Source: an optimization exercise on an open RTL-to-GDS flow (aim: small area, a short achievable clock period and few clock cycles per item). Production flows keep margins and buffers that such runs may drop. The RTL was checked by simulation tests, not by an equivalence proof against the original design.

[flow/design.v]
module aes_sbox (
    input  wire [7:0] a,
    output wire [7:0] y
);
    wire U0, U1, U2, U3, U4, U5, U6, U7;
    wire T1, T2, T3, T4, T5, T6, T7, T8, T9, T10, T11, T12;
    wire T13, T14, T15, T16, T17, T18, T19, T20, T21, T22, T23, T24;
    wire T25, T26, T27, M1, M2, M3, M4, M5, M6, M7, M8, M9;
    wire M10, M11, M12, M13, M14, M15, M16, M17, M18, M19, M20, M21;
    wire M22, M23, M24, M25, M26, M27, M28, M29, M30, M31, M32, M33;
    wire M34, M35, M36, M37, M38, M39, M40, M41, M42, M43, M44, M45;
    wire M46, M47, M48, M49, M50, M51, M52, M53, M54, M55, M56, M57;
    wire M58, M59, M60, M61, M62, M63, L0, L1, L2, L3, L4, L5;
    wire L6, L7, L8, L9, L10, L11, L12, L13, L14, L15, L16, L17;
    wire L18, L19, L20, L21, L22, L23, L24, L25, L26, L27, L28, L29;
    wire S0, S1, S2, S3, S4, S5, S6, S7;
    assign {U0, U1, U2, U3, U4, U5, U6, U7} = a;
    aes_g_xor2 g_T1 (.a(U0), .b(U3), .y(T1));
    aes_g_xor2 g_T2 (.a(U0), .b(U5), .y(T2));
    aes_g_xor2 g_T3 (.a(U0), .b(U6), .y(T3));
    aes_g_xor2 g_T4 (.a(U3), .b(U5), .y(T4));
    aes_g_xor2 g_T5 (.a(U4), .b(U6), .y(T5));
    aes_g_xor2 g_T6 (.a(T1), .b(T5), .y(T6));
    aes_g_xor2 g_T7 (.a(U1), .b(U2), .y(T7));
    aes_g_xor2 g_T8 (.a(U7), .b(T6), .y(T8));
    aes_g_xor2 g_T9 (.a(U7), .b(T7), .y(T9));
    aes_g_xor2 g_T10 (.a(T6), .b(T7), .y(T10));
    aes_g_xor2 g_T11 (.a(U1), .b(U5), .y(T11));
    aes_g_xor2 g_T12 (.a(U2), .b(U5), .y(T12));
    aes_g_xor2 g_T13 (.a(T3), .b(T4), .y(T13));
    aes_g_xor2 g_T14 (.a(T6), .b(T11), .y(T14));
    aes_g_xor2 g_T15 (.a(T5), .b(T11), .y(T15));
    aes_g_xor2 g_T16 (.a(T5), .b(T12), .y(T16));
    aes_g_xor2 g_T17 (.a(T9), .b(T16), .y(T17));
    aes_g_xor2 g_T18 (.a(U3), .b(U7), .y(T18));
    aes_g_xor2 g_T19 (.a(T7), .b(T18), .y(T19));
    aes_g_xor2 g_T20 (.a(T1), .b(T19), .y(T20));
    aes_g_xor2 g_T21 (.a(U6), .b(U7), .y(T21));
    aes_g_xor2 g_T22 (.a(T7), .b(T21), .y(T22));
    aes_g_xor2 g_T23 (.a(T2), .b(T22), .y(T23));
    aes_g_xor2 g_T24 (.a(T2), .b(T10), .y(T24));
    aes_g_xor2 g_T25 (.a(T20), .b(T17), .y(T25));
    aes_g_xor2 g_T26 (.a(T3), .b(T16), .y(T26));
    aes_g_xor2 g_T27 (.a(T1), .b(T12), .y(T27));
    aes_g_nand2 g_M1 (.a(T13), .b(T6), .y(M1));
    aes_g_nand2 g_M2 (.a(T23), .b(T8), .y(M2));
    aes_g_xnor2 g_M3 (.a(T14), .b(M1), .y(M3));
    aes_g_nand2 g_M4 (.a(T19), .b(U7), .y(M4));
    aes_g_xor2 g_M5 (.a(M4), .b(M1), .y(M5));
    aes_g_nand2 g_M6 (.a(T3), .b(T16), .y(M6));
    aes_g_nand2 g_M7 (.a(T22), .b(T9), .y(M7));
    aes_g_xnor2 g_M8 (.a(T26), .b(M6), .y(M8));
    aes_g_nand2 g_M9 (.a(T20), .b(T17), .y(M9));
    aes_g_xor2 g_M10 (.a(M9), .b(M6), .y(M10));
    aes_g_nand2 g_M11 (.a(T1), .b(T15), .y(M11));
    aes_g_nand2 g_M12 (.a(T4), .b(T27), .y(M12));
    aes_g_xor2 g_M13 (.a(M12), .b(M11), .y(M13));
    aes_g_nand2 g_M14 (.a(T2), .b(T10), .y(M14));
    aes_g_xor2 g_M15 (.a(M14), .b(M11), .y(M15));
    aes_g_xnor2 g_M16 (.a(M3), .b(M2), .y(M16));
    aes_g_xor2 g_M17 (.a(M5), .b(T24), .y(M17));
    aes_g_xnor2 g_M18 (.a(M8), .b(M7), .y(M18));
    aes_g_xor2 g_M19 (.a(M10), .b(M15), .y(M19));
    aes_g_xor2 g_M20 (.a(M16), .b(M13), .y(M20));
    aes_g_xor2 g_M21 (.a(M17), .b(M15), .y(M21));
    aes_g_xor2 g_M22 (.a(M18), .b(M13), .y(M22));
    aes_g_xor2 g_M23 (.a(M19), .b(T25), .y(M23));
    aes_g_xor2 g_M24 (.a(M22), .b(M23), .y(M24));
    aes_g_nand2 g_M25 (.a(M22), .b(M20), .y(M25));
    aes_g_xnor2 g_M26 (.a(M21), .b(M25), .y(M26));
    aes_g_xor2 g_M27 (.a(M20), .b(M21), .y(M27));
    aes_g_xnor2 g_M28 (.a(M23), .b(M25), .y(M28));
    aes_g_nand2 g_M29 (.a(M28), .b(M27), .y(M29));
    aes_g_nand2 g_M30 (.a(M26), .b(M24), .y(M30));
    aes_g_and2 g_M31 (.a(M20), .b(M23), .y(M31));
    aes_g_nand2 g_M32 (.a(M27), .b(M31), .y(M32));
    aes_g_xnor2 g_M33 (.a(M27), .b(M25), .y(M33));
    aes_g_and2 g_M34 (.a(M21), .b(M22), .y(M34));
    aes_g_nand2 g_M35 (.a(M24), .b(M34), .y(M35));
    aes_g_xnor2 g_M36 (.a(M24), .b(M25), .y(M36));
    aes_g_xnor2 g_M37 (.a(M21), .b(M29), .y(M37));
    aes_g_xnor2 g_M38 (.a(M32), .b(M33), .y(M38));
    aes_g_xnor2 g_M39 (.a(M23), .b(M30), .y(M39));
    aes_g_xnor2 g_M40 (.a(M35), .b(M36), .y(M40));
    aes_g_xor2 g_M41 (.a(M38), .b(M40), .y(M41));
    aes_g_xor2 g_M42 (.a(M37), .b(M39), .y(M42));
    aes_g_xor2 g_M43 (.a(M37), .b(M38), .y(M43));
    aes_g_xor2 g_M44 (.a(M39), .b(M40), .y(M44));
    aes_g_xor2 g_M45 (.a(M42), .b(M41), .y(M45));
    aes_g_nand2 g_M46 (.a(M44), .b(T6), .y(M46));
    aes_g_nand2 g_M47 (.a(M40), .b(T8), .y(M47));
    aes_g_nand2 g_M48 (.a(M39), .b(U7), .y(M48));
    aes_g_nand2 g_M49 (.a(M43), .b(T16), .y(M49));
    aes_g_nand2 g_M50 (.a(M38), .b(T9), .y(M50));
    aes_g_nand2 g_M51 (.a(M37), .b(T17), .y(M51));
    aes_g_nand2 g_M52 (.a(M42), .b(T15), .y(M52));
    aes_g_nand2 g_M53 (.a(M45), .b(T27), .y(M53));
    aes_g_nand2 g_M54 (.a(M41), .b(T10), .y(M54));
    aes_g_nand2 g_M55 (.a(M44), .b(T13), .y(M55));
    aes_g_nand2 g_M56 (.a(M40), .b(T23), .y(M56));
    aes_g_nand2 g_M57 (.a(M39), .b(T19), .y(M57));
    aes_g_nand2 g_M58 (.a(M43), .b(T3), .y(M58));
    aes_g_nand2 g_M59 (.a(M38), .b(T22), .y(M59));
    aes_g_nand2 g_M60 (.a(M37), .b(T20), .y(M60));
    aes_g_nand2 g_M61 (.a(M42), .b(T1), .y(M61));
    aes_g_nand2 g_M62 (.a(M45), .b(T4), .y(M62));
    aes_g_nand2 g_M63 (.a(M41), .b(T2), .y(M63));
    aes_g_xor2 g_L0 (.a(M61), .b(M62), .y(L0));
    aes_g_xor2 g_L1 (.a(M50), .b(M56), .y(L1));
    aes_g_xor2 g_L2 (.a(M46), .b(M48), .y(L2));
    aes_g_xor2 g_L3 (.a(M47), .b(M55), .y(L3));
    aes_g_xor2 g_L4 (.a(M54), .b(M58), .y(L4));
    aes_g_xor2 g_L5 (.a(M49), .b(M61), .y(L5));
    aes_g_xnor2 g_L6 (.a(M62), .b(L5), .y(L6));
    aes_g_xnor2 g_L7 (.a(M46), .b(L3), .y(L7));
    aes_g_xor2 g_L8 (.a(M51), .b(M59), .y(L8));
    aes_g_xor2 g_L9 (.a(M52), .b(M53), .y(L9));
    aes_g_xnor2 g_L10 (.a(M53), .b(L4), .y(L10));
    aes_g_xnor2 g_L11 (.a(M60), .b(L2), .y(L11));
    aes_g_xor2 g_L12 (.a(M48), .b(M51), .y(L12));
    aes_g_xnor2 g_L13 (.a(M50), .b(L0), .y(L13));
    aes_g_xor2 g_L14 (.a(M52), .b(M61), .y(L14));
    aes_g_xnor2 g_L15 (.a(M55), .b(L1), .y(L15));
    aes_g_xnor2 g_L16 (.a(M56), .b(L0), .y(L16));
    aes_g_xnor2 g_L17 (.a(M57), .b(L1), .y(L17));
    aes_g_xnor2 g_L18 (.a(M58), .b(L8), .y(L18));
    aes_g_xnor2 g_L19 (.a(M63), .b(L4), .y(L19));
    aes_g_xor2 g_L20 (.a(L0), .b(L1), .y(L20));
    aes_g_xor2 g_L21 (.a(L1), .b(L7), .y(L21));
    aes_g_xor2 g_L22 (.a(L3), .b(L12), .y(L22));
    aes_g_xor2 g_L23 (.a(L18), .b(L2), .y(L23));
    aes_g_xor2 g_L24 (.a(L15), .b(L9), .y(L24));
    aes_g_xor2 g_L25 (.a(L6), .b(L10), .y(L25));
    aes_g_xor2 g_L26 (.a(L7), .b(L9), .y(L26));
    aes_g_xor2 g_L27 (.a(L8), .b(L10), .y(L27));
    aes_g_xor2 g_L28 (.a(L11), .b(L14), .y(L28));
    aes_g_xor2 g_L29 (.a(L11), .b(L17), .y(L29));
    aes_g_xor2 g_S0 (.a(L6), .b(L24), .y(S0));
    aes_g_xnor2 g_S1 (.a(L16), .b(L26), .y(S1));
    aes_g_xnor2 g_S2 (.a(L19), .b(L28), .y(S2));
    aes_g_xor2 g_S3 (.a(L6), .b(L21), .y(S3));
    aes_g_xor2 g_S4 (.a(L20), .b(L22), .y(S4));
    aes_g_xor2 g_S5 (.a(L25), .b(L29), .y(S5));
    aes_g_xnor2 g_S6 (.a(L13), .b(L27), .y(S6));
    aes_g_xnor2 g_S7 (.a(L6), .b(L23), .y(S7));
    assign y = {S0, S1, S2, S3, S4, S5, S6, S7};
endmodule
module aes_sbox_a (
    input  wire [7:0] a,
    output wire [14:0] c
);
    wire U0, U1, U2, U3, U4, U5, U6, U7;
    wire T1, T2, T3, T4, T5, T6, T7, T8, T9, T10, T11, T12;
    wire T13, T14, T15, T16, T17, T18, T19, T20, T21, T22, T23, T24;
    wire T25, T26, T27, M1, M2, M3, M4, M5, M6, M7, M8, M9;
    wire M10, M11, M12, M13, M14, M15, M16, M17, M18, M19, M20, M21;
    wire M22, M23, M25, M27, M34;
    assign {U0, U1, U2, U3, U4, U5, U6, U7} = a;
    aes_g_xor2 g_T1 (.a(U0), .b(U3), .y(T1));
    aes_g_xor2 g_T2 (.a(U0), .b(U5), .y(T2));
    aes_g_xor2 g_T3 (.a(U0), .b(U6), .y(T3));
    aes_g_xor2 g_T4 (.a(U3), .b(U5), .y(T4));
    aes_g_xor2 g_T5 (.a(U4), .b(U6), .y(T5));
    aes_g_xor2 g_T6 (.a(T1), .b(T5), .y(T6));
    aes_g_xor2 g_T7 (.a(U1), .b(U2), .y(T7));
    aes_g_xor2 g_T8 (.a(U7), .b(T6), .y(T8));
    aes_g_xor2 g_T9 (.a(U7), .b(T7), .y(T9));
    aes_g_xor2 g_T10 (.a(T6), .b(T7), .y(T10));
    aes_g_xor2 g_T11 (.a(U1), .b(U5), .y(T11));
    aes_g_xor2 g_T12 (.a(U2), .b(U5), .y(T12));
    aes_g_xor2 g_T13 (.a(T3), .b(T4), .y(T13));
    aes_g_xor2 g_T14 (.a(T6), .b(T11), .y(T14));
    aes_g_xor2 g_T15 (.a(T5), .b(T11), .y(T15));
    aes_g_xor2 g_T16 (.a(T5), .b(T12), .y(T16));
    aes_g_xor2 g_T17 (.a(T9), .b(T16), .y(T17));
    aes_g_xor2 g_T18 (.a(U3), .b(U7), .y(T18));
    aes_g_xor2 g_T19 (.a(T7), .b(T18), .y(T19));
    aes_g_xor2 g_T20 (.a(T1), .b(T19), .y(T20));
    aes_g_xor2 g_T21 (.a(U6), .b(U7), .y(T21));
    aes_g_xor2 g_T22 (.a(T7), .b(T21), .y(T22));
    aes_g_xor2 g_T23 (.a(T2), .b(T22), .y(T23));
    aes_g_xor2 g_T24 (.a(T2), .b(T10), .y(T24));
    aes_g_xor2 g_T25 (.a(T20), .b(T17), .y(T25));
    aes_g_xor2 g_T26 (.a(T3), .b(T16), .y(T26));
    aes_g_xor2 g_T27 (.a(T1), .b(T12), .y(T27));
    aes_g_nand2 g_M1 (.a(T13), .b(T6), .y(M1));
    aes_g_nand2 g_M2 (.a(T23), .b(T8), .y(M2));
    aes_g_xnor2 g_M3 (.a(T14), .b(M1), .y(M3));
    aes_g_nand2 g_M4 (.a(T19), .b(U7), .y(M4));
    aes_g_xor2 g_M5 (.a(M4), .b(M1), .y(M5));
    aes_g_nand2 g_M6 (.a(T3), .b(T16), .y(M6));
    aes_g_nand2 g_M7 (.a(T22), .b(T9), .y(M7));
    aes_g_xnor2 g_M8 (.a(T26), .b(M6), .y(M8));
    aes_g_nand2 g_M9 (.a(T20), .b(T17), .y(M9));
    aes_g_xor2 g_M10 (.a(M9), .b(M6), .y(M10));
    aes_g_nand2 g_M11 (.a(T1), .b(T15), .y(M11));
    aes_g_nand2 g_M12 (.a(T4), .b(T27), .y(M12));
    aes_g_xor2 g_M13 (.a(M12), .b(M11), .y(M13));
    aes_g_nand2 g_M14 (.a(T2), .b(T10), .y(M14));
    aes_g_xor2 g_M15 (.a(M14), .b(M11), .y(M15));
    aes_g_xnor2 g_M16 (.a(M3), .b(M2), .y(M16));
    aes_g_xor2 g_M17 (.a(M5), .b(T24), .y(M17));
    aes_g_xnor2 g_M18 (.a(M8), .b(M7), .y(M18));
    aes_g_xor2 g_M19 (.a(M10), .b(M15), .y(M19));
    aes_g_xor2 g_M20 (.a(M16), .b(M13), .y(M20));
    aes_g_xor2 g_M21 (.a(M17), .b(M15), .y(M21));
    aes_g_xor2 g_M22 (.a(M18), .b(M13), .y(M22));
    aes_g_xor2 g_M23 (.a(M19), .b(T25), .y(M23));
    aes_g_and2 g_M25 (.a(M22), .b(M20), .y(M25));
    aes_g_xor2 g_M27 (.a(M20), .b(M21), .y(M27));
    aes_g_and2 g_M34 (.a(M21), .b(M22), .y(M34));
    assign c = {M20, M21, M22, M23, M25, M27, M34, U7, T1, T2, T3, T15, T16, T22, T27};
endmodule
module aes_sbox_b (
    input  wire [14:0] c,
    output wire [7:0] y
);
    wire M20, M21, M22, M23, M25, M27, M34, U7, T1, T2, T3, T15;
    wire T16, T22, T27;
    wire T4, T13, T6, T10, T17, T20, T23, T8, T19, T9, M24, M26;
    wire M28, M29, M30, M31, M32, M33, M35, M36, M37, M38, M39, M40;
    wire M41, M42, M43, M44, M45, M46, M47, M48, M49, M50, M51, M52;
    wire M53, M54, M55, M56, M57, M58, M59, M60, M61, M62, M63, L0;
    wire L1, L2, L3, L4, L5, L6, L7, L8, L9, L10, L11, L12;
    wire L13, L14, L15, L16, L17, L18, L19, L20, L21, L22, L23, L24;
    wire L25, L26, L27, L28, L29;
    wire S0, S1, S2, S3, S4, S5, S6, S7;
    assign {M20, M21, M22, M23, M25, M27, M34, U7, T1, T2, T3, T15, T16, T22, T27} = c;
    aes_g_xor2 g_T4 (.a(T1), .b(T2), .y(T4));
    aes_g_xor2 g_T13 (.a(T3), .b(T4), .y(T13));
    aes_g_xor2 g_T6 (.a(T16), .b(T27), .y(T6));
    aes_g_xor2 g_T10 (.a(T15), .b(T27), .y(T10));
    aes_g_xor2 g_T17 (.a(U7), .b(T15), .y(T17));
    aes_g_xor2 g_T20 (.a(T3), .b(T22), .y(T20));
    aes_g_xor2 g_T23 (.a(T2), .b(T22), .y(T23));
    aes_g_xor2 g_T8 (.a(U7), .b(T6), .y(T8));
    aes_g_xor2 g_T19 (.a(T1), .b(T20), .y(T19));
    aes_g_xor2 g_T9 (.a(T16), .b(T17), .y(T9));
    aes_g_xor2 g_M24 (.a(M22), .b(M23), .y(M24));
    aes_g_xor2 g_M26 (.a(M21), .b(M25), .y(M26));
    aes_g_xor2 g_M28 (.a(M23), .b(M25), .y(M28));
    aes_g_nand2 g_M29 (.a(M28), .b(M27), .y(M29));
    aes_g_nand2 g_M30 (.a(M26), .b(M24), .y(M30));
    aes_g_and2 g_M31 (.a(M20), .b(M23), .y(M31));
    aes_g_nand2 g_M32 (.a(M27), .b(M31), .y(M32));
    aes_g_xor2 g_M33 (.a(M27), .b(M25), .y(M33));
    aes_g_nand2 g_M35 (.a(M24), .b(M34), .y(M35));
    aes_g_xor2 g_M36 (.a(M24), .b(M25), .y(M36));
    aes_g_xnor2 g_M37 (.a(M21), .b(M29), .y(M37));
    aes_g_xnor2 g_M38 (.a(M32), .b(M33), .y(M38));
    aes_g_xnor2 g_M39 (.a(M23), .b(M30), .y(M39));
    aes_g_xnor2 g_M40 (.a(M35), .b(M36), .y(M40));
    aes_g_xor2 g_M41 (.a(M38), .b(M40), .y(M41));
    aes_g_xor2 g_M42 (.a(M37), .b(M39), .y(M42));
    aes_g_xor2 g_M43 (.a(M37), .b(M38), .y(M43));
    aes_g_xor2 g_M44 (.a(M39), .b(M40), .y(M44));
    aes_g_xor2 g_M45 (.a(M42), .b(M41), .y(M45));
    aes_g_nand2 g_M46 (.a(M44), .b(T6), .y(M46));
    aes_g_nand2 g_M47 (.a(M40), .b(T8), .y(M47));
    aes_g_nand2 g_M48 (.a(M39), .b(U7), .y(M48));
    aes_g_nand2 g_M49 (.a(M43), .b(T16), .y(M49));
    aes_g_nand2 g_M50 (.a(M38), .b(T9), .y(M50));
    aes_g_nand2 g_M51 (.a(M37), .b(T17), .y(M51));
    aes_g_nand2 g_M52 (.a(M42), .b(T15), .y(M52));
    aes_g_nand2 g_M53 (.a(M45), .b(T27), .y(M53));
    aes_g_nand2 g_M54 (.a(M41), .b(T10), .y(M54));
    aes_g_nand2 g_M55 (.a(M44), .b(T13), .y(M55));
    aes_g_nand2 g_M56 (.a(M40), .b(T23), .y(M56));
    aes_g_nand2 g_M57 (.a(M39), .b(T19), .y(M57));
    aes_g_nand2 g_M58 (.a(M43), .b(T3), .y(M58));
    aes_g_nand2 g_M59 (.a(M38), .b(T22), .y(M59));
    aes_g_nand2 g_M60 (.a(M37), .b(T20), .y(M60));
    aes_g_nand2 g_M61 (.a(M42), .b(T1), .y(M61));
    aes_g_nand2 g_M62 (.a(M45), .b(T4), .y(M62));
    aes_g_nand2 g_M63 (.a(M41), .b(T2), .y(M63));
    aes_g_xor2 g_L0 (.a(M61), .b(M62), .y(L0));
    aes_g_xor2 g_L1 (.a(M50), .b(M56), .y(L1));
    aes_g_xor2 g_L2 (.a(M46), .b(M48), .y(L2));
    aes_g_xor2 g_L3 (.a(M47), .b(M55), .y(L3));
    aes_g_xor2 g_L4 (.a(M54), .b(M58), .y(L4));
    aes_g_xor2 g_L5 (.a(M49), .b(M61), .y(L5));
    aes_g_xnor2 g_L6 (.a(M62), .b(L5), .y(L6));
    aes_g_xnor2 g_L7 (.a(M46), .b(L3), .y(L7));
    aes_g_xor2 g_L8 (.a(M51), .b(M59), .y(L8));
    aes_g_xor2 g_L9 (.a(M52), .b(M53), .y(L9));
    aes_g_xnor2 g_L10 (.a(M53), .b(L4), .y(L10));
    aes_g_xnor2 g_L11 (.a(M60), .b(L2), .y(L11));
    aes_g_xor2 g_L12 (.a(M48), .b(M51), .y(L12));
    aes_g_xnor2 g_L13 (.a(M50), .b(L0), .y(L13));
    aes_g_xor2 g_L14 (.a(M52), .b(M61), .y(L14));
    aes_g_xnor2 g_L15 (.a(M55), .b(L1), .y(L15));
    aes_g_xnor2 g_L16 (.a(M56), .b(L0), .y(L16));
    aes_g_xnor2 g_L17 (.a(M57), .b(L1), .y(L17));
    aes_g_xnor2 g_L18 (.a(M58), .b(L8), .y(L18));
    aes_g_xnor2 g_L19 (.a(M63), .b(L4), .y(L19));
    aes_g_xor2 g_L20 (.a(L0), .b(L1), .y(L20));
    aes_g_xor2 g_L21 (.a(L1), .b(L7), .y(L21));
    aes_g_xor2 g_L22 (.a(L3), .b(L12), .y(L22));
    aes_g_xor2 g_L23 (.a(L18), .b(L2), .y(L23));
    aes_g_xor2 g_L24 (.a(L15), .b(L9), .y(L24));
    aes_g_xor2 g_L25 (.a(L6), .b(L10), .y(L25));
    aes_g_xor2 g_L26 (.a(L7), .b(L9), .y(L26));
    aes_g_xor2 g_L27 (.a(L8), .b(L10), .y(L27));
    aes_g_xor2 g_L28 (.a(L11), .b(L14), .y(L28));
    aes_g_xor2 g_L29 (.a(L11), .b(L17), .y(L29));
    aes_g_xor2 g_S0 (.a(L6), .b(L24), .y(S0));
    aes_g_xnor2 g_S1 (.a(L16), .b(L26), .y(S1));
    aes_g_xnor2 g_S2 (.a(L19), .b(L28), .y(S2));
    aes_g_xor2 g_S3 (.a(L6), .b(L21), .y(S3));
    aes_g_xor2 g_S4 (.a(L20), .b(L22), .y(S4));
    aes_g_xor2 g_S5 (.a(L25), .b(L29), .y(S5));
    aes_g_xnor2 g_S6 (.a(L13), .b(L27), .y(S6));
    aes_g_xnor2 g_S7 (.a(L6), .b(L23), .y(S7));
    assign y = {S0, S1, S2, S3, S4, S5, S6, S7};
endmodule
module aes_g_xor2 (
    input  wire a,
    input  wire b,
    output wire y
);
    assign y = a ^ b;
endmodule
module aes_g_xnor2 (
    input  wire a,
    input  wire b,
    output wire y
);
    assign y = ~(a ^ b);
endmodule
module aes_g_and2 (
    input  wire a,
    input  wire b,
    output wire y
);
    assign y = a & b;
endmodule
module aes_g_nand2 (
    input  wire a,
    input  wire b,
    output wire y
);
    assign y = ~(a & b);
endmodule
module aes_g_nor2 (
    input  wire a,
    input  wire b,
    output wire y
);
    assign y = ~(a | b);
endmodule
module aes_pipe (
    input  wire         clk,
    input  wire         rst,         
    input  wire         in_valid,
    output wire         in_ready,
    input  wire         in_key256,   
    input  wire [255:0] in_key,
    input  wire [127:0] in_block,
    output reg          out_valid,
    output reg  [127:0] out_block
);
    localparam integer CW = 15;      
    reg [127:0]      s0;             
    reg [127:0]      ka0, kb0;
    reg              v0, w0;         
    reg [3:0]        r0;             
    reg [16*CW-1:0]  m1;
    reg [4*CW-1:0]   km1;
    reg [127:0]      ka1, kb1;
    reg              v1, w1;
    reg [3:0]        r1;
    reg [127:0]      sub2;
    reg [31:0]       t2;             
    reg              rot2;           
    reg [7:0]        rcon2;          
    reg [127:0]      ka2, kb2;
    reg              v2, w2;
    reg [3:0]        r2;
    reg  load;
    wire last1  = w1 ? (r1 == 4'd14) : (r1 == 4'd10);
    wire last2  = w2 ? (r2 == 4'd14) : (r2 == 4'd10);
    wire v0_n   = load ? in_valid : (v2 && !last2);
    wire ok0_n  = load ? !(in_valid && in_key256)
                       : (!v2 || last2 || !w2 || (r2 >= 4'd4));
    wire ok1_n  = !v0 || !w0 || (r0 >= 4'd5);
    wire load_n = (!v1 || last1) && ok0_n && ok1_n;
    assign in_ready = load;
    always @(posedge clk) begin
        if (rst) begin
            v0        <= 1'b0;
            v1        <= 1'b0;
            v2        <= 1'b0;
            out_valid <= 1'b0;
            load      <= 1'b1;
        end else begin
            v0        <= v0_n;
            v1        <= v0;
            v2        <= v1;
            out_valid <= v2 && last2;
            load      <= load_n;
        end
    end
    wire [127:0]     x  = s0 ^ kb0;
    wire [31:0]      kw = ka0[31:0];      
    wire [16*CW-1:0] m_a;
    wire [4*CW-1:0]  km_a;
    genvar gi;
    generate
        for (gi = 0; gi < 16; gi = gi + 1) begin : g_sa
            aes_sbox_a u_sa (.a(x[8*gi +: 8]), .c(m_a[CW*gi +: CW]));
        end
        for (gi = 0; gi < 4; gi = gi + 1) begin : g_ksa
            aes_sbox_a u_sa (.a(kw[8*gi +: 8]), .c(km_a[CW*gi +: CW]));
        end
    endgenerate
    always @(posedge clk) begin
        m1  <= m_a;
        km1 <= km_a;
        ka1 <= ka0;
        kb1 <= kb0;
        w1  <= w0;
        r1  <= r0;
    end
    wire [127:0] sub_b;
    wire [31:0]  t_b;
    generate
        for (gi = 0; gi < 16; gi = gi + 1) begin : g_sb
            aes_sbox_b u_sb (.c(m1[CW*gi +: CW]), .y(sub_b[8*gi +: 8]));
        end
        for (gi = 0; gi < 4; gi = gi + 1) begin : g_ksb
            aes_sbox_b u_sb (.c(km1[CW*gi +: CW]), .y(t_b[8*gi +: 8]));
        end
    endgenerate
    reg [7:0] rcon_b;
    always @(*) begin
        case ({w1, r1})
            5'h01: rcon_b = 8'h01;
            5'h02: rcon_b = 8'h02;
            5'h03: rcon_b = 8'h04;
            5'h04: rcon_b = 8'h08;
            5'h05: rcon_b = 8'h10;
            5'h06: rcon_b = 8'h20;
            5'h07: rcon_b = 8'h40;
            5'h08: rcon_b = 8'h80;
            5'h09: rcon_b = 8'h1b;
            5'h0a: rcon_b = 8'h36;
            5'h11: rcon_b = 8'h01;
            5'h13: rcon_b = 8'h02;
            5'h15: rcon_b = 8'h04;
            5'h17: rcon_b = 8'h08;
            5'h19: rcon_b = 8'h10;
            5'h1b: rcon_b = 8'h20;
            5'h1d: rcon_b = 8'h40;
            default: rcon_b = 8'h00;
        endcase
    end
    always @(posedge clk) begin
        sub2  <= sub_b;
        t2    <= t_b;
        rot2  <= !w1 || r1[0];
        rcon2 <= rcon_b;
        ka2  <= ka1;
        kb2  <= kb1;
        w2   <= w1;
        r2   <= r1;
    end
    wire [127:0] sr;
    generate
        for (gi = 0; gi < 16; gi = gi + 1) begin : g_shift
            localparam integer SRC = (gi % 4) + 4 * (((gi / 4) + (gi % 4)) % 4);
            assign sr[127 - 8*gi -: 8] = sub2[127 - 8*SRC -: 8];
        end
    endgenerate
    wire [127:0] mc;
    generate
        for (gi = 0; gi < 4; gi = gi + 1) begin : g_mc
            aes_mixcol u_mc (.a(sr[32*gi +: 32]), .y(mc[32*gi +: 32]));
        end
    endgenerate
    wire [31:0]  t_w = (rot2 ? {t2[23:0], t2[31:24]} : t2) ^ {rcon2, 24'h0};
    wire [31:0]  p0  = kb2[127:96];
    wire [31:0]  p1  = kb2[127:96] ^ kb2[95:64];
    wire [31:0]  p2  = p1 ^ kb2[63:32];
    wire [31:0]  p3  = p1 ^ (kb2[63:32] ^ kb2[31:0]);
    wire [127:0] nk  = {p0 ^ t_w, p1 ^ t_w, p2 ^ t_w, p3 ^ t_w};
    wire [127:0] rk  = w2 ? ka2 : nk;
    always @(posedge clk) begin
        if (load) begin
            s0  <= in_block;
            ka0 <= {in_key[127:32], in_key256 ? in_key[31:0] : in_key[159:128]};
            kb0 <= in_key[255:128];
            w0  <= in_key256;
            r0  <= 4'd1;
        end else begin
            s0  <= mc;
            ka0 <= nk;
            kb0 <= rk;
            w0  <= w2;
            r0  <= r2 + 4'd1;
        end
        out_block <= sr ^ rk;
    end
endmodule
module aes_mixcol (
    input  wire [31:0] a,
    output wire [31:0] y
);
    wire [7:0] b [0:3];      
    wire [7:0] p [0:3];      
    wire [7:0] q [0:3];      
    wire [7:0] x [0:3];      
    genvar i, j;
    generate
        for (i = 0; i < 4; i = i + 1) begin : g_col
            assign b[i] = a[31 - 8*i -: 8];
        end
        for (i = 0; i < 4; i = i + 1) begin : g_byte
            for (j = 0; j < 8; j = j + 1) begin : g_bit
                aes_g_xor2 g_p (.a(b[i][j]), .b(b[(i+1)%4][j]), .y(p[i][j]));
            end
        end
        for (i = 0; i < 4; i = i + 1) begin : g_q
            for (j = 0; j < 8; j = j + 1) begin : g_bit
                aes_g_xor2 g_q (.a(b[(i+1)%4][j]), .b(p[(i+2)%4][j]), .y(q[i][j]));
            end
        end
        for (i = 0; i < 4; i = i + 1) begin : g_xt
            assign x[i][0] = p[i][7];
            aes_g_xor2 g_x1 (.a(p[i][0]), .b(p[i][7]), .y(x[i][1]));
            assign x[i][2] = p[i][1];
            aes_g_xor2 g_x3 (.a(p[i][2]), .b(p[i][7]), .y(x[i][3]));
            aes_g_xor2 g_x4 (.a(p[i][3]), .b(p[i][7]), .y(x[i][4]));
            assign x[i][5] = p[i][4];
            assign x[i][6] = p[i][5];
            assign x[i][7] = p[i][6];
        end
        for (i = 0; i < 4; i = i + 1) begin : g_y
            for (j = 0; j < 8; j = j + 1) begin : g_bit
                aes_g_xor2 g_y (.a(x[i][j]), .b(q[i][j]), .y(y[31 - 8*i - 7 + j]));
            end
        end
    endgenerate
endmodule
[flow/flow/run.sh]
#!/bin/bash
# The standard layout (the standard.sh, unchanged synthesis and steps),
# with one change: the buffer that buffer_ports puts on every input and
# output port is a plain buf_2 instead of the delay cell it picks by itself.
set -euo pipefail
export BUFFER_PORTS_ARGS="-buffer_cell sky130_fd_sc_hd__buf_2"
bash standard.sh > standard.log 2>&1
[flow/standard.sh]
#!/bin/bash
# synth_recipe.tcl (not shown) runs the flow's synth.tcl, then flattens the netlist and writes it again
# the make line also repeats each setting of config.mk as NAME=value (left out here)
make -C /OpenROAD-flow-scripts/flow DESIGN_CONFIG=/design/flow/config.mk WORK_HOME=/design/flow/orfs CLKGATE_MAP_FILE= SYNTH_SCRIPT=/design/flow/synth_recipe.tcl "${@:-finish}"
[flow/constraint.sdc]
create_clock -name core_clock -period 8.0 [get_ports {clk}]
set_input_delay 1.6000 -clock core_clock [delete_from_list [all_inputs] [get_ports {clk}]]
set_output_delay 1.6000 -clock core_clock [all_outputs]
set_load 0.01 [all_outputs]
[flow/config.mk]
export PLATFORM = sky130hd
export DESIGN_NAME = aes_pipe
export DESIGN_NICKNAME = aes_pipe
export VERILOG_FILES = /design/flow/design.v
export SDC_FILE = /design/flow/constraint.sdc
export NUM_CORES = 4
export LEC_CHECK = 0
export CAP_MARGIN = 20
export CORE_MARGIN = 2
export CORE_UTILIZATION = 68
export CTS_BUF_LIST = sky130_fd_sc_hd__clkbuf_16
export CTS_CLUSTER_DIAMETER = 60
export CTS_CLUSTER_SIZE = 30
export PLACE_DENSITY = 0.78
export SETUP_SLACK_MARGIN = 5
export SLEW_MARGIN = 20
export SYNTH_HIERARCHICAL = 1
==> results of run 1 <==
==> cells in the final DEF (no fill, tap or decap), types with 7 or more instances in the layout <==
cell type	n
dfxtp_1	1504
xor2_2	46
inv_8	9
xnor2_1	565
inv_16	20
clkbuf_16	109
o21ai_1	23
inv_6	11
and2_1	60
buf_4	8
a21oi_1	25
xor2_1	2251
o21ai_0	167
buf_2	517
nand2_1	817
mux2i_1	115
nor2_1	28
mux2_2	241
inv_12	16
clkinv_8	14
xnor2_2	45
xnor3_1	32
mux2i_2	7
==> modules after synthesis (local to each module, per instance), a selection <==
module	area, µm²	flip-flops and latches	cells inside
aes_pipe	41140	1513	2882
aes_sbox_a	112.6	0	15
aes_sbox_b	60.06	0	8
aes_g_xnor2	8.758	0	1
aes_g_xor2	8.758	0	1
aes_g_and2	6.256	0	1
aes_g_nand2	3.754	0	1
==> worst max-delay path, stage by stage (launching register included) <==
cell     delay [ns]
dfxtp_4        0.39
buf_4          0.28
buf_12         0.40
buf_4          0.82
mux2_2         0.45
==> what timing repair did <==
action / in CTS / in global routing
buffers inserted: 1 / 1
endpoints found under the setup margin: 19 / 86
resized for setup: 9 / 84
==> kinds of logic after synthesis <==
group / Yosys count
compound gates: 229
xor+xnor: 2939
flops: 1513
simple gates: 927
mux: 363
fa+ha+maj: 6
buf+inv: 557
==> through the flow <==
step | hold WS (ns)
final | 0.3135
after global routing | 0.3110
after CTS | 0.3192
after detailed placement | 0.3121
after global placement | 0.3096
after floorplan | 0.3096
==> metal layers <==
metal	global-route usage	vias up	share of wire
met4	0.1512	2	0.049
li1	-	20070	-
met5	0	-	0.000076
met3	0.04802	350	0.063
met2	0.5608	1475	0.46
met1	0.4616	20200	0.43
==> worst max-delay path by stage <==
stage / startpoint / end / slack (ns) / cells after the start
2_1_floorplan: in_key256 / ka0[10] / 5.11 / 5
3_3_place_gp: rot2 / kb0[65] / 4.91 / 5
3_5_place_dp: rot2 / kb0[65] / 4.82 / 5
4_1_cts: out_block[83] / out_block[83] / 5.01 / 1
5_1_grt: km1[56] / t2[26] / 4.92 / 9
6_report: load / s0[71] / 5.04 / 4
==> layout make-up <==
type / instances / area share
flip-flops and latches: 1513 / 0.4056
clock inverters: 93 / 0.01962
well taps: 1368 / 0.02290
inverters: 3 / 0.0001507
clock buffers: 109 / 0.03650
multi-input cells: 4464 / 0.4788
diodes: 3 / 0.0001005
repair buffers: 529 / 0.03638
==> metrics.cfg, run 1 <==
[run_status]
outcome=finished clean

[cts]
clock_path_buffers=3
clock-sinks=1513
ctsHoldBuffers=0
clkTransAtPathRegs_ns=0.11
clk_latency_ns=0.72
cts_root_buf=clkbuf_16
cts_tree=done
htreeDepth=3
cts_made_buffers=107

[worst_setup_path]
rr_worst_depth=4
worst-r2r-setup-slack_ns=5.04
start_kind=register
cp_max_fo=158
worstSetupPathType=register to register
r2r-start=load
cp.arrival_ns=3.56
rr_endpoint=s0[71]
critPathCaptureType=register
worstPathRequired_ns=8.60

[synth]
synthFlopType=dfxtp_1
synth_cells=6534
ys_seq_elements=1513
synth_most_common_cell=xor2_1
synth_xor_area_frac=0.3785
synth-async-reset-ratio=0
synth_fp_nets=6928
syn_avg_cell_area_um2=10.61
ys.warnings.count=8
synth.area.mux_share=0.05716
synth_top_area_cell=dfxtp_1
syn-cell-area_um2=69300
synth-simple-area-share=0.05330
synth_compound_area_frac=0.01710
synth-adder-area-share=0.001083
synth_top_family_by_area=XOR/XNOR gates
ys_seq_area_frac=0.4371
synth-edff-count=0
yosysUniqueCellTypes=37
netlist_top_cells_count=xor2_1 (2297), dfxtp_1 (1513), nand2_1 (817)
synth.top_cell.area_share=0.4371
synth_area_leaders=dfxtp_1 (44%), xor2_1 (29%), xnor2_1 (7.6%)

[global_routing]
antenna_found_initial=10
grt_pass1_wl_um=264700
grt_max_degree=198
grt-ovfl-total=0
grt_usage=0.3459
grt_pass1_vias=41950

[floorplanning]
dieArea_um2=104500
design.portCount=518
start_util=0.6831
dieWidth_um=323.2
die_h_um=323.2
rows=117
core_um2=101400

[worst_hold_path]
hold_start=ka1[4]
hp-class=register to register
hold-path-endpoint=ka2[4]
min_path_cells=0

[route]
drc=0
drtIter0Drc=3286
wl_per_cell_um=22.89
drt_wl_total_um=185000
antenna_left=0
vias=42100
dr.pass1.iters=5
via_per_inst=5.210

[sta]
fin_ws_ns=5.035
period_needed_ns=2.965
hold_viol=0
setup_viol=0
max_freq_mhz=337.3
grt_setup_unrepaired=yes
setup_tns_ns=0
final-max-slew-violation-count=0
worstMarginPinSlew_ns=1.235
fin_skew_ns=0.02856
slew_headroom=0.1766
post-route-period-util=0.3706

[place]
placed_area_um2=69850
dp_cells=7875
place_ws_ns=4.817
portBuffers=517
dp_hpwl_um=147400
gp_congestion=0.9696

[layout]
largest_register_ffs=240
n_fill_cell=7323
max_flop_register=m1
seqCellArea_um2=30310
design_area_um2=74730
final_nets=7012
drive_gt1_frac=0.1612
postLayoutCoreUtil=0.7366
multi_input_area_um2=35780
area_growth_pct=7.840
final_cell_count_no_fill=8082

[run]
maxCapViolations=0

Testbench counts, summed over its fixed seeds: cycles 15,907, items 1,280.
==> run 2, diff against run 1 <==
--- a/flow/config.mk
+++ b/flow/config.mk
@@ -8,9 +8,6 @@
 export CAP_MARGIN = 20
 export CORE_MARGIN = 2
-export CORE_UTILIZATION = 68
-export CTS_BUF_LIST = sky130_fd_sc_hd__clkbuf_16
-export CTS_CLUSTER_DIAMETER = 60
-export CTS_CLUSTER_SIZE = 30
-export PLACE_DENSITY = 0.78
+export CORE_UTILIZATION = 55
+export PLACE_DENSITY = 0.65
 export SETUP_SLACK_MARGIN = 5
 export SLEW_MARGIN = 20
==> run 2 against run 1 <==
Critical path depth is 3 lower. Cell area is 2.0% higher. Flip-flop and latch count stayed put. Die area is 23% higher. Wire length is 4.7% higher.
==> metrics.cfg, run 2 <==
[run_status]
outcome=finished clean

[global_routing]
grt_usage=0.2940
grt_pass1_vias=41710
grt_max_degree=194
antenna_found_initial=11
grt_pass1_wl_um=276400
grt-ovfl-total=0

[worst_hold_path]
min_path_cells=0
hold-path-endpoint=kb2[91]
hp-class=register to register
hold_start=kb1[91]

[worst_setup_path]
cpPeakStageDelay_ns=0.41
rr_endpoint=m1[129]
worstPathRequired_ns=6.40
worstPathCellList=buf_2
cp.arrival_ns=1.37
r2r-start=kb0[70]
critPathCaptureType=output port
cp_max_fo=1
worst-r2r-setup-slack_ns=5.15
worstSetupPathType=register to output port
path_buf_inv=1
rr_worst_depth=8
crit_slowest_cell=dfxtp_1
start_kind=register
critPathTopFamily=flip-flops

[place]
portBuffers=517
gp_congestion=0.9444
dp_hpwl_um=155200

[synth]
synth_top_area_cell=dfxtp_1
synth-edff-count=0
synthFlopType=dfxtp_1
synth-async-reset-ratio=0
synth_fp_nets=6928
synth_cells=6534
ys_seq_elements=1513
synth.top_cell.area_share=0.4371
syn-cell-area_um2=69300
ys_seq_area_frac=0.4371
syn_avg_cell_area_um2=10.61
yosysUniqueCellTypes=37
synth_area_leaders=dfxtp_1 (44%), xor2_1 (29%), xnor2_1 (7.6%)
netlist_top_cells_count=xor2_1 (2297), dfxtp_1 (1513), nand2_1 (817)
ys.warnings.count=8
synth_most_common_cell=xor2_1

[sta]
period_needed_ns=2.967
post-route-period-util=0.3709
max_freq_mhz=337.0
grt_setup_unrepaired=yes
hold_viol=0
slew_headroom=0.2636
final-max-slew-violation-count=0
fin_skew_ns=0.02496
setup_tns_ns=0
setup_viol=0
worstMarginPinSlew_ns=1.101

[floorplanning]
start_util=0.5526
core_um2=125400
rows=130
dieWidth_um=359.0
design.portCount=518
die_h_um=359.0
dieArea_um2=128900

[layout]
final_common_cell=xor2_1
final_nets=7058
largest_register_ffs=240
max_flop_register=m1
area_growth_pct=10.00
postLayoutCoreUtil=0.6079
drive_gt1_frac=0.1685
n_fill_cell=10640
mostFrequentLayoutCells=xor2_1 (2254), dfxtp_1 (1499), nand2_1 (817), xnor2_1 (562), buf_2 (517)

[cts]
clock_path_buffers=3
cts_root_buf=clkbuf_16
clock-sinks=1513
clk_latency_ns=0.80
cts_made_buffers=154
ctsHoldBuffers=0
cts_tree=done
htreeDepth=4
clkTransAtPathRegs_ns=0.06

[route]
wl_per_cell_um=22.95
vias=41720
drtIter0Drc=2926
drt_wl_total_um=193700
drc=0
antenna_left=0
via_per_inst=4.943
dr.pass1.iters=5

[run]
maxCapViolations=0

run 2: cell counts after synthesis:
Identical to the previous run, type by type.
run 2: modules after synthesis (local to each module, per instance), a selection:
module | times used | flops+latches | area (µm²)
aes_g_and2 | 60 | 0 | 6.256
aes_g_nand2 | 620 | 0 | 3.754
aes_pipe | 1 | 1513 | 41140
aes_sbox_a | 20 | 0 | 112.6
aes_sbox_b | 20 | 0 | 60.06
aes_g_xor2 | 2072 | 0 | 8.758
aes_g_xnor2 | 440 | 0 | 8.758
run 2: kinds of logic (layout without fill, tap and decap cells):
group                      Yosys count  in the layout  share of synthesized area
other                                0              2                          0
muxes                              363            363                    0.05716
AOI/OAI and AO/OA                  229            229                    0.01710
DFF                               1513           1513                     0.4371
buffers and inverters              557            812                    0.05581
xor gates and xnor gates          2939           2939                     0.3785
adders and majority gates            6              6                   0.001083
and+or+nand+nor                    927            927                    0.05330
run 2: worst max path at each step:
stage / start / endpoint / cells past startpoint
3_3_place_gp: rot2 / out_block[7] / 5
5_1_grt: m1[206] / sub2[110] / 9
3_5_place_dp: rot2 / out_block[7] / 5
6_report: out_block[74] / out_block[74] / 1
4_1_cts: load / in_ready / 1
2_1_floorplan: in_key256 / ka0[10] / 5
run 2: stage by stage:
| step | cells | setup WS, ns | hold WS, ns | cell area (µm²) |
|---|---|---|---|---|
| floorplan | 6534 | 5.111 | 0.3096 | 69300 |
| global placement | 8154 | 4.685 | 0.3097 | 70180 |
| detailed placement | 8154 | 4.685 | 0.3121 | 70190 |
| CTS | 8439 | 4.978 | 0.3051 | 75600 |
| global route | 8439 | 4.940 | 0.3208 | 76220 |
| finish | 8441 | 5.033 | 0.3113 | 76230 |
run 2: timing repair:
| action | in CTS | in global routing |
|---|---|---|
| setup buffers | 4 | 0 |
| endpoints found under the setup margin | 45 | 89 |
| pin swaps | 0 | 0 |
| resized for setup | 17 | 83 |
run 2: final cells by class:
| cell class | instances | area [µm²] | area share |
|---|---|---|---|
| multi-input cells | 4464 | 35780 | 0.4694 |
| flip-flops and latches | 1513 | 30320 | 0.3977 |
| clock buffers | 205 | 4350 | 0.05707 |
| repair buffers | 528 | 2706 | 0.03550 |
| well taps | 1650 | 2064 | 0.02708 |
| clock inverters | 76 | 993.5 | 0.01303 |
| inverters | 3 | 11.26 | 0.0001477 |
| diodes | 2 | 5.005 | 0.00006565 |
run 2: layer usage:
metal  vias to the layer above  share of wire  track usage
met5                         -        0.00018            0
met4                         6          0.042       0.1205
met3                       293          0.053      0.04623
met2                      1222           0.46       0.4781
met1                     20020           0.45       0.3898
li1                      20180              -            -
==> run 3, diff against run 2 <==
==> flow/flow/run.sh (replaced) <==
#!/bin/bash
# The standard layout (the standard.sh: unchanged synthesis and steps),
# with two changes in how the layout is made:
#  - buffer_ports puts a plain buf_2 on every input and output port instead
#    of the delay cell it picks by itself;
#  - timing repair aims 5.3 ns below the clock period (it stops once the
#    paths meet that), so it sizes the design for a shorter achieved period.
# The clock period and constraints are the design's, unchanged.
set -euo pipefail
export BUFFER_PORTS_ARGS="-buffer_cell sky130_fd_sc_hd__buf_2"
export SETUP_SLACK_MARGIN=5.3
bash standard.sh > standard.log 2>&1
--- a/flow/config.mk
+++ b/flow/config.mk
@@ -8,7 +8,9 @@
 export CAP_MARGIN = 20
 export CORE_MARGIN = 2
-export CORE_UTILIZATION = 55
-export PLACE_DENSITY = 0.65
-export SETUP_SLACK_MARGIN = 5
+export CORE_UTILIZATION = 60
+export CTS_BUF_LIST = sky130_fd_sc_hd__clkbuf_16
+export CTS_CLUSTER_DIAMETER = 60
+export CTS_CLUSTER_SIZE = 30
+export PLACE_DENSITY = 0.72
 export SLEW_MARGIN = 20
 export SYNTH_HIERARCHICAL = 1
==> run 3 against run 2 <==
Sequential share of layout area fell by 1.2 points. Utilization rose by 8.4 points. Die area fell by 8.2%. Highest routed layer unchanged. Fmax rose by 3.2%. First-iteration DRC count rose by 0.92%. Still clean. Wire length fell by 1.3%. Hold slack improved by 0.0024 ns. Register-to-register slack improved by 0.15 ns. Via count rose by 0.19%. Cell count fell by 2.1%. Flip-flop and latch count did not move.
==> metrics.cfg, run 3 <==
[worst_setup_path]
rr_worst_depth=6
rr_endpoint=kb0[73]
crit_slowest_cell=dfxtp_4
r2r-start=rot2
worstPathRequired_ns=6.40
path_buf_inv=1
worstSetupPathType=register to output port
critPathTopFamily=flip-flops
cp.arrival_ns=1.28
cp_max_fo=3
worst-r2r-setup-slack_ns=5.30
crit_path_start=load
worstPathCellList=buf_6
critPathCaptureType=output port
cpPeakStageDelay_ns=0.41
start_kind=register

[floorplanning]
die_h_um=343.8
rows=124
core_um2=114500
dieWidth_um=343.8
start_util=0.6052
dieArea_um2=118200
design.portCount=518

[run]
maxCapViolations=0

[cts]
clock-sinks=1513
htreeDepth=3
cts_tree=done
clk_latency_ns=0.76
cts_made_buffers=109
clkTransAtPathRegs_ns=0.10
clock_path_buffers=3
cts_root_buf=clkbuf_16
ctsHoldBuffers=0

[layout]
final_common_cell=xor2_1
design_area_um2=79230
n_fill_cell=8441
max_flop_register=m1
mostFrequentLayoutCells=xor2_1 (2006), dfxtp_1 (1383), nand2_1 (806), xnor2_1 (499), buf_2 (415)
largest_register_ffs=240
final_nets=7048
area_growth_pct=14.34
drive_gt1_frac=0.2311

[global_routing]
grt_pass1_vias=41690
busiest_layer=met2
grt_usage=0.3124
grt-ovfl-total=0
antenna_found_initial=12
grt_max_degree=219
grt_pass1_wl_um=269400
use_met1=0.4210
grtUsageMet3=0.04277
grtUsageMet2=0.4973

[synth]
syn-cell-area_um2=69300
syn_avg_cell_area_um2=10.61
synth_top_area_cell=dfxtp_1
yosysUniqueCellTypes=37
synth_area_leaders=dfxtp_1 (44%), xor2_1 (29%), xnor2_1 (7.6%)
synth.top_cell.area_share=0.4371
ys_seq_elements=1513
ys.warnings.count=8
synth-edff-count=0
synth_most_common_cell=xor2_1
netlist_top_cells_count=xor2_1 (2297), dfxtp_1 (1513), nand2_1 (817)
synthFlopType=dfxtp_1
synth_fp_nets=6928
synth-async-reset-ratio=0
synth_cells=6534
ys_seq_area_frac=0.4371

[sta]
fin_skew_ns=0.04212
final-max-slew-violation-count=0
period_needed_ns=2.876
grt_setup_unrepaired=yes
post-route-period-util=0.3595
setup_tns_ns=0
max_freq_mhz=347.7
hold_viol=0
worstMarginPinSlew_ns=1.189
slew_headroom=0.2075
setup_viol=0

[route]
vias=41800
drt_wl_total_um=191200
via_per_inst=5.059
dr.pass1.iters=5
drtIter0Drc=2953
antenna_left=0
wl_per_cell_um=23.14
drc=0

[place]
portBuffers=517
placed_area_um2=70020
gp_congestion=0.9768
dp_hpwl_um=150000

[worst_hold_path]
hold_start=ka1[110]
min_path_cells=0
hold-path-endpoint=ka2[110]
hp-class=register to register

[run_status]
outcome=finished clean

==> run 3: cell counts after synthesis <==
Identical to the previous run, type by type.
==> run 3: layout make-up <==
cell class	count	area, µm²	share of cell area
Antenna cell	3	7.507	0.00009475
Clock buffer	110	2753	0.03474
Clock inverter	94	1303	0.01644
Inverter	3	11.26	0.0001421
Multi-Input combinational cell	4464	39070	0.4932
Sequential cell	1513	30530	0.3853
Tap cell	1512	1892	0.02388
Timing Repair Buffer	563	3664	0.04624
==> run 3: routing by layer <==
metal  vias to the layer above  part of all wire  wire [µm]
met5                         -          0.000068         13
met4                         2             0.053      10160
met3                       363             0.063      12130
met2                      1312              0.46      87190
met1                     20180              0.43      81710
li1                      19950                 -          -
==> run 3: timing repair <==
item / in CTS / in global routing
gates resized for setup: 375 / 378
pin swaps: 9 / 67
setup buffers: 6 / 31
setup endpoints to repair: 625 / 403
==> run 3: worst max-delay path by stage <==
stage | endpoint | slack, ns | depth (start not counted)
floorplan | ka0[10] | 5.31 | 5
global placement | out_block[36] | 4.72 | 4
detailed placement | out_block[36] | 4.73 | 4
CTS | in_ready | 5.10 | 1
global route | in_ready | 5.10 | 1
finish | in_ready | 5.12 | 1
==> run 3: Yosys stat by module (local to each module, per instance), excerpt <==
module,cell area [µm²],flops+latches,cells
aes_pipe,41140,1513,2882
aes_g_nand2,3.754,0,1
aes_sbox_a,112.6,0,15
aes_g_xor2,8.758,0,1
aes_sbox_b,60.06,0,8
aes_g_xnor2,8.758,0,1
aes_g_and2,6.256,0,1
==> run 3: kinds of logic (layout without fill, tap and decap cells) <==
family,after synthesis,in the layout,share of synthesized area
buffers and inverters,557,770,0.05581
adder cells (fa/ha/maj),6,6,0.001083
multiplexers,363,363,0.05716
other,0,3,0
AND/OR/NAND/NOR,927,927,0.05330
AO/OA/AOI/OAI,229,229,0.01710
flip-flops,1513,1513,0.4371
XOR/XNOR,2939,2939,0.3785
==> run 3: through the flow <==
stage,hold slack [ns],setup WS (ns),std cells,util
floorplan,0.3096,5.311,6534,-
global placement,0.3098,4.722,8018,0.6114
detailed placement,0.3121,4.726,8018,0.6116
CTS,0.3144,5.096,8228,0.6656
global route,0.3140,5.096,8259,0.6919
finish,0.3136,5.124,8262,0.6920
==> run 4, diff against run 3 <==
==> flow/flow/run.sh (replaced) <==
#!/bin/bash
# The standard layout (the standard.sh: unchanged synthesis and steps),
# with two changes in how the layout is made:
#  - buffer_ports puts a plain buf_2 on every input and output port instead
#    of the delay cell it picks by itself;
#  - timing repair aims 5.15 ns below the clock period (it stops once the
#    paths meet that), so it sizes the design for a shorter achieved period.
# The clock period and constraints are the design's, unchanged.
set -euo pipefail
export BUFFER_PORTS_ARGS="-buffer_cell sky130_fd_sc_hd__buf_2"
export SETUP_SLACK_MARGIN=5.15
bash standard.sh > standard.log 2>&1
--- a/flow/config.mk
+++ b/flow/config.mk
@@ -8,9 +8,9 @@
 export CAP_MARGIN = 20
 export CORE_MARGIN = 2
-export CORE_UTILIZATION = 60
+export CORE_UTILIZATION = 68
 export CTS_BUF_LIST = sky130_fd_sc_hd__clkbuf_16
 export CTS_CLUSTER_DIAMETER = 60
 export CTS_CLUSTER_SIZE = 30
-export PLACE_DENSITY = 0.72
+export PLACE_DENSITY = 0.78
 export SLEW_MARGIN = 20
 export SYNTH_HIERARCHICAL = 1
==> run 4 against run 3 <==
Still clean. Clock skew decreased by 0.0079 ns. Synthesized area is the same. Sequential share of layout area up 1.4 points. Largest cell class unchanged. Highest routed layer unchanged.
==> metrics.cfg, run 4 <==
[floorplanning]
dieArea_um2=104500
core_um2=101400
die_h_um=323.2
rows=117
design.portCount=518
dieWidth_um=323.2
start_util=0.6831

[synth]
syn_avg_cell_area_um2=10.61
synth-async-reset-ratio=0
synth_cells=6534
synthFlopType=dfxtp_1
synth.top_cell.area_share=0.4371
ys_seq_area_frac=0.4371
synth_top_area_cell=dfxtp_1
syn-cell-area_um2=69300
ys.warnings.count=8
synth_fp_nets=6928
synth_area_leaders=dfxtp_1 (44%), xor2_1 (29%), xnor2_1 (7.6%)
yosysUniqueCellTypes=37
netlist_top_cells_count=xor2_1 (2297), dfxtp_1 (1513), nand2_1 (817)
synth_most_common_cell=xor2_1
synth-edff-count=0
ys_seq_elements=1513

[route]
wl_met1_um=78840
dr.pass1.iters=7
antenna_left=0
drt_wl_total_um=187000
via_per_inst=5.193
drc=0
wl_per_cell_um=23.12
drtIter0Drc=3131
vias=41990
dr_wl_met2_um=86720
route.met3.wl_um=11560
highest_layer=met5

[global_routing]
grt_usage=0.3492
grt_pass1_wl_um=267000
grt-ovfl-total=0
grt_max_degree=174
grt_pass1_vias=42040
antenna_found_initial=8

[layout]
final_cell_count_no_fill=8086
final_common_cell=xor2_1
n_fill_cell=7126
mostFrequentLayoutCells=xor2_1 (2147), dfxtp_1 (1452), nand2_1 (817), xnor2_1 (535), buf_2 (484)
postLayoutCoreUtil=0.7506
design_area_um2=76150
max_flop_register=m1
largest_register_ffs=240
drive_gt1_frac=0.1890
seqCellArea_um2=30420
multi_input_area_um2=36970
area_growth_pct=9.884
final_nets=7016

[place]
gp_congestion=0.9637
portBuffers=517
dp_hpwl_um=148200
placed_area_um2=69840
dp_cells=7873

[sta]
slew_headroom=0.2461
hold_viol=0
max_freq_mhz=349.6
worstMarginPinSlew_ns=1.127
fin_skew_ns=0.03419
period_needed_ns=2.860
grt_setup_unrepaired=yes
setup_viol=0
post-route-period-util=0.3575
setup_tns_ns=0
final-max-slew-violation-count=0

[worst_setup_path]
worstPathCellList=buf_6
critPathCaptureType=output port
cp.arrival_ns=1.26
start_kind=register
cp_max_fo=1
cpPeakStageDelay_ns=0.41
path_buf_inv=1
worstSetupPathType=register to output port
crit_slowest_cell=dfxtp_4
critPathTopFamily=flip-flops
worstPathRequired_ns=6.40

[worst_hold_path]
hp-class=register to register

[cts]
cts_root_buf=clkbuf_16
clkTransAtPathRegs_ns=0.11
cts_tree=done
ctsHoldBuffers=0
clk_latency_ns=0.74
cts_made_buffers=106
htreeDepth=3
clock_path_buffers=3
clock-sinks=1513

[run_status]
outcome=finished clean

[run]
maxCapViolations=0

run 4: cell counts after synthesis:
No cell type changed its count.
run 4: timing repair:
item	CTS	global route
setup buffers	5	4
gates resized for setup	145	205
gates cloned	0	0
pin swaps	0	16
endpoints found under the setup margin	248	215
run 4: cells by family after synthesis:
kind of cell	Yosys count	share of synthesized area
xor+xnor	2939	0.3785
flops	1513	0.4371
simple gates	927	0.05330
buf+inv	557	0.05581
mux	363	0.05716
compound gates	229	0.01710
fa+ha+maj	6	0.001083
run 4: through the flow:
step	setup WS (ns)	hold slack, ns
2_1_floorplan	5.311	0.3096
3_3_place_gp	4.856	0.3099
3_5_place_dp	4.854	0.3121
4_1_cts	5.089	0.3147
5_1_grt	5.081	0.3137
6_report	5.140	0.3197
run 4: modules after synthesis (local to each module, per instance), a selection:
module	copies in the design	flops+latches	cells
aes_sbox_a	20	0	15
aes_pipe	1	1513	2882
aes_sbox_b	20	0	8
aes_g_and2	60	0	1
aes_g_xnor2	440	0	1
aes_g_nand2	620	0	1
aes_g_xor2	2072	0	1
run 4: cell type report:
cell class,instances,area share
inverters,3,0.0001479
flip-flops and latches,1513,0.3995
repair buffers,534,0.03944
diodes,3,0.00009859
multi-input cells,4464,0.4855
clock inverters,93,0.01737
well taps,1368,0.02248
clock buffers,108,0.03549
run 4: path summary, 6_finish.rpt:
path | from | endpoint | slack, ns | cells after the start
min | kb1[57] | kb2[57] | 0.32 | 0
max | out_block[42] | out_block[42] | 5.14 | 1
max reg2reg | m1[221] | sub2[119] | 5.20 | 8
min reg2reg | kb1[57] | kb2[57] | 0.32 | 0
run 4: worst reg2reg max path: stages, from the launching register on:
cell     delay (ns)
dfxtp_1        0.48
and2_1         0.17
nand2_1        0.06
xnor2_1        0.45
nand2_1        0.23
xor2_1         0.50
xnor2_1        0.20
xor2_1         0.19
xor2_1         0.37
run 4: per-layer routing:
layer | vias to the layer above | track usage
met4 | 4 | 0.1664
met1 | 20210 | 0.4617
met2 | 1410 | 0.5699
li1 | 20020 | -
met3 | 353 | 0.04251
met5 | - | 0
==> run 5, diff against run 4 <==
--- a/flow/config.mk
+++ b/flow/config.mk
@@ -10,6 +10,6 @@
 export CORE_UTILIZATION = 68
 export CTS_BUF_LIST = sky130_fd_sc_hd__clkbuf_16
-export CTS_CLUSTER_DIAMETER = 60
-export CTS_CLUSTER_SIZE = 30
+export CTS_CLUSTER_DIAMETER = 40
+export CTS_CLUSTER_SIZE = 20
 export PLACE_DENSITY = 0.78
 export SLEW_MARGIN = 20
==> run 5 against run 4 <==
Still clean on timing, DRC and antenna. Sequential share of layout area down 0.98 points. Fmax shrank 1.1%. Die area unchanged. First-iteration DRC count decreased by 5.3%. Hold slack worse by 0.017 ns. Synthesized area unchanged. Cell area grew 2.6%. Worst setup slack got worse by 0.032 ns.
==> metrics.cfg, run 5 <==
[worst_setup_path]
worst-path-stages=1
worst-r2r-setup-slack_ns=5.17
r2r-start=rot2
worstPathCellList=buf_6
cp_max_fo=1
crit_end=out_block[40]
critPathCaptureType=output port
cp.arrival_ns=1.29
crit_slowest_cell=dfxtp_4
rr_worst_depth=5
start_kind=register
rr_endpoint=kb0[68]
path_buf_inv=1
crit_path_start=out_block[40]
cpPeakStageDelay_ns=0.40
critPathTopFamily=flip-flops
worstSetupPathType=register to output port
worstPathRequired_ns=6.40

[cts]
clock_path_buffers=3
htreeDepth=4
clock-sinks=1513
cts_tree=done
clk_latency_ns=0.78
cts_root_buf=clkbuf_16
cts_made_buffers=164
clkTransAtPathRegs_ns=0.08

[run_status]
outcome=finished clean

[synth]
synthFlopType=dfxtp_1
synth_top_area_cell=dfxtp_1
synth-async-reset-ratio=0
yosysUniqueCellTypes=37
synth_most_common_cell=xor2_1
synth_area_leaders=dfxtp_1 (44%), xor2_1 (29%), xnor2_1 (7.6%)
syn_avg_cell_area_um2=10.61
ys.warnings.count=8
ys_seq_elements=1513
netlist_top_cells_count=xor2_1 (2297), dfxtp_1 (1513), nand2_1 (817)
syn-cell-area_um2=69300
synth_fp_nets=6928
synth-edff-count=0
synth.top_cell.area_share=0.4371
ys_seq_area_frac=0.4371
synth_cells=6534

[route]
drc=0
vias=42660
wl_per_cell_um=23.16
via_per_inst=5.211
antenna_left=0
dr.pass1.iters=5
drtIter0Drc=2966
drt_wl_total_um=189600

[sta]
max_freq_mhz=345.8
period_needed_ns=2.892
setup_tns_ns=0
grt_setup_unrepaired=yes
setup_viol=0
final-max-slew-violation-count=0
slew_headroom=0.2578
fin_skew_ns=0.03544
worstMarginPinSlew_ns=1.109
post-route-period-util=0.3615
hold_viol=0

[floorplanning]
start_util=0.6831
rows=117
design.portCount=518
dieArea_um2=104500
die_h_um=323.2
core_um2=101400
dieWidth_um=323.2

[layout]
final_common_cell=xor2_1
area_growth_pct=12.77
final_nets=7072
mostFrequentLayoutCells=xor2_1 (2142), dfxtp_1 (1428), nand2_1 (817), xnor2_1 (534), buf_2 (448)
largest_register_ffs=240
postLayoutCoreUtil=0.7703
max_flop_register=m1
drive_gt1_frac=0.2041
n_fill_cell=6823

[place]
gp_congestion=0.9637
portBuffers=517
dp_hpwl_um=148200

[global_routing]
grt_pass1_wl_um=269300
use_met1=0.4574
grt-ovfl-total=0
grtUsageMet2=0.5773
grtUsageMet3=0.05572
grt_max_degree=174
antenna_found_initial=16
busiest_layer=met2
grt_pass1_vias=42580
grt_usage=0.3536

[run]
maxCapViolations=0

[worst_hold_path]
hp-class=register to register

[run 5: cell counts after synthesis]
No cell type changed its count.
[run 5: layout make-up]
type / instances / area (µm²) / area share
Inverter: 3 / 11.26 / 0.0001441
Clock buffer: 167 / 4179 / 0.05348
Clock inverter: 137 / 1543 / 0.01974
Multi-Input combinational cell: 4464 / 37030 / 0.4739
Tap cell: 1368 / 1712 / 0.02190
Sequential cell: 1513 / 30460 / 0.3897
Timing Repair Buffer: 532 / 3206 / 0.04102
Antenna cell: 2 / 5.005 / 0.00006405
[run 5: modules after synthesis, one instance, submodules excluded, a selection]
module       cells inside  cell area, µm²
aes_g_and2              1           6.256
aes_sbox_b              8           60.06
aes_g_xor2              1           8.758
aes_sbox_a             15           112.6
aes_g_xnor2             1           8.758
aes_g_nand2             1           3.754
aes_pipe             2882           41140
[run 5: repair_timing]
action                                  4_1_cts  5_1_grt
pin swaps                                     0       13
hold buffers                                  0        0
gates resized for setup                     195      224
endpoints found under the setup margin      261      243
buffers inserted                              5        2
[run 5: routing by layer]
| metal | routed length, µm | part of all wire |
|---|---|---|
| met5 | 29 | 0.00015 |
| met4 | 9980 | 0.053 |
| met3 | 11550 | 0.061 |
| met2 | 88440 | 0.47 |
| met1 | 79570 | 0.42 |
[run 5: how the worst min path moves through the flow]
| stage | start | slack (ns) | to | cells past startpoint |
|---|---|---|---|---|
| 2_1_floorplan | ka0[100] | 0.31 | ka1[100] | 0 |
| 3_3_place_gp | ka0[92] | 0.31 | ka1[92] | 0 |
| 3_5_place_dp | ka0[121] | 0.31 | ka1[121] | 0 |
| 4_1_cts | ka0[97] | 0.31 | ka1[97] | 0 |
| 5_1_grt | ka0[97] | 0.30 | ka1[97] | 0 |
| 6_report | ka0[42] | 0.30 | ka1[42] | 0 |
[run 5: through the flow]
stage                     hold slack [ns]  cell area (µm²)  setup slack, ns  instances
after floorplan                    0.3096            69300            5.311       6534
after global placement             0.3099            69830            4.856       7873
after detailed placement           0.3121            69840            4.854       7873
after CTS                          0.3058            76480            5.066       8182
after global routing               0.3033            78140            5.097       8184
final                              0.3028            78140            5.108       8186
[run 5: kinds of logic after synthesis]
| kind of cell | share of synthesized area |
|---|---|
| xor gates and xnor gates | 0.3785 |
| AOI/OAI and AO/OA | 0.01710 |
| adders and majority gates | 0.001083 |
| DFF | 0.4371 |
| muxes | 0.05716 |
| and+or+nand+nor | 0.05330 |
| buffers and inverters | 0.05581 |

==> separate check: timing with driven ports <==
The flow's constraints put no driver on any port. The routed layouts listed below were extracted and timed again, unchanged, in two steps. Step 1: set_driving_cell puts a clkbuf_16 on clk and a buf_2 on each other input, an assumption about the parent block. Step 2 also shifts input and output timing later by t, the mid clock arrival at the registers, as if the neighbouring blocks saw the same clock. Three values: ideal, step 1, step 2; two values: the first two.
run | t, ns | slack for setup (ns) | latest minus earliest clock arrival (ns) | worst data-port slew with drivers (ns)
run 1 | 0.783 | 5.035 / 4.969 / 5.004 | 0.032 / 0.032 | 0.12
run 2 | 0.860 | 5.033 / 4.958 / 5.037 | 0.030 / 0.030 | 0.14
run 3 | 0.822 | 5.124 / 5.039 / 5.044 | 0.043 / 0.042 | 0.15
run 4 | 0.796 | 5.140 / 5.066 / 5.013 | 0.035 / 0.035 | 0.13
run 5 | 0.843 | 5.108 / 5.030 / 4.992 | 0.039 / 0.039 | 0.13
After both steps every run listed still meets setup and hold. The setup slack of run 4, which loses most, moves by -0.074 ns with the drivers and by -0.127 ns with both steps.
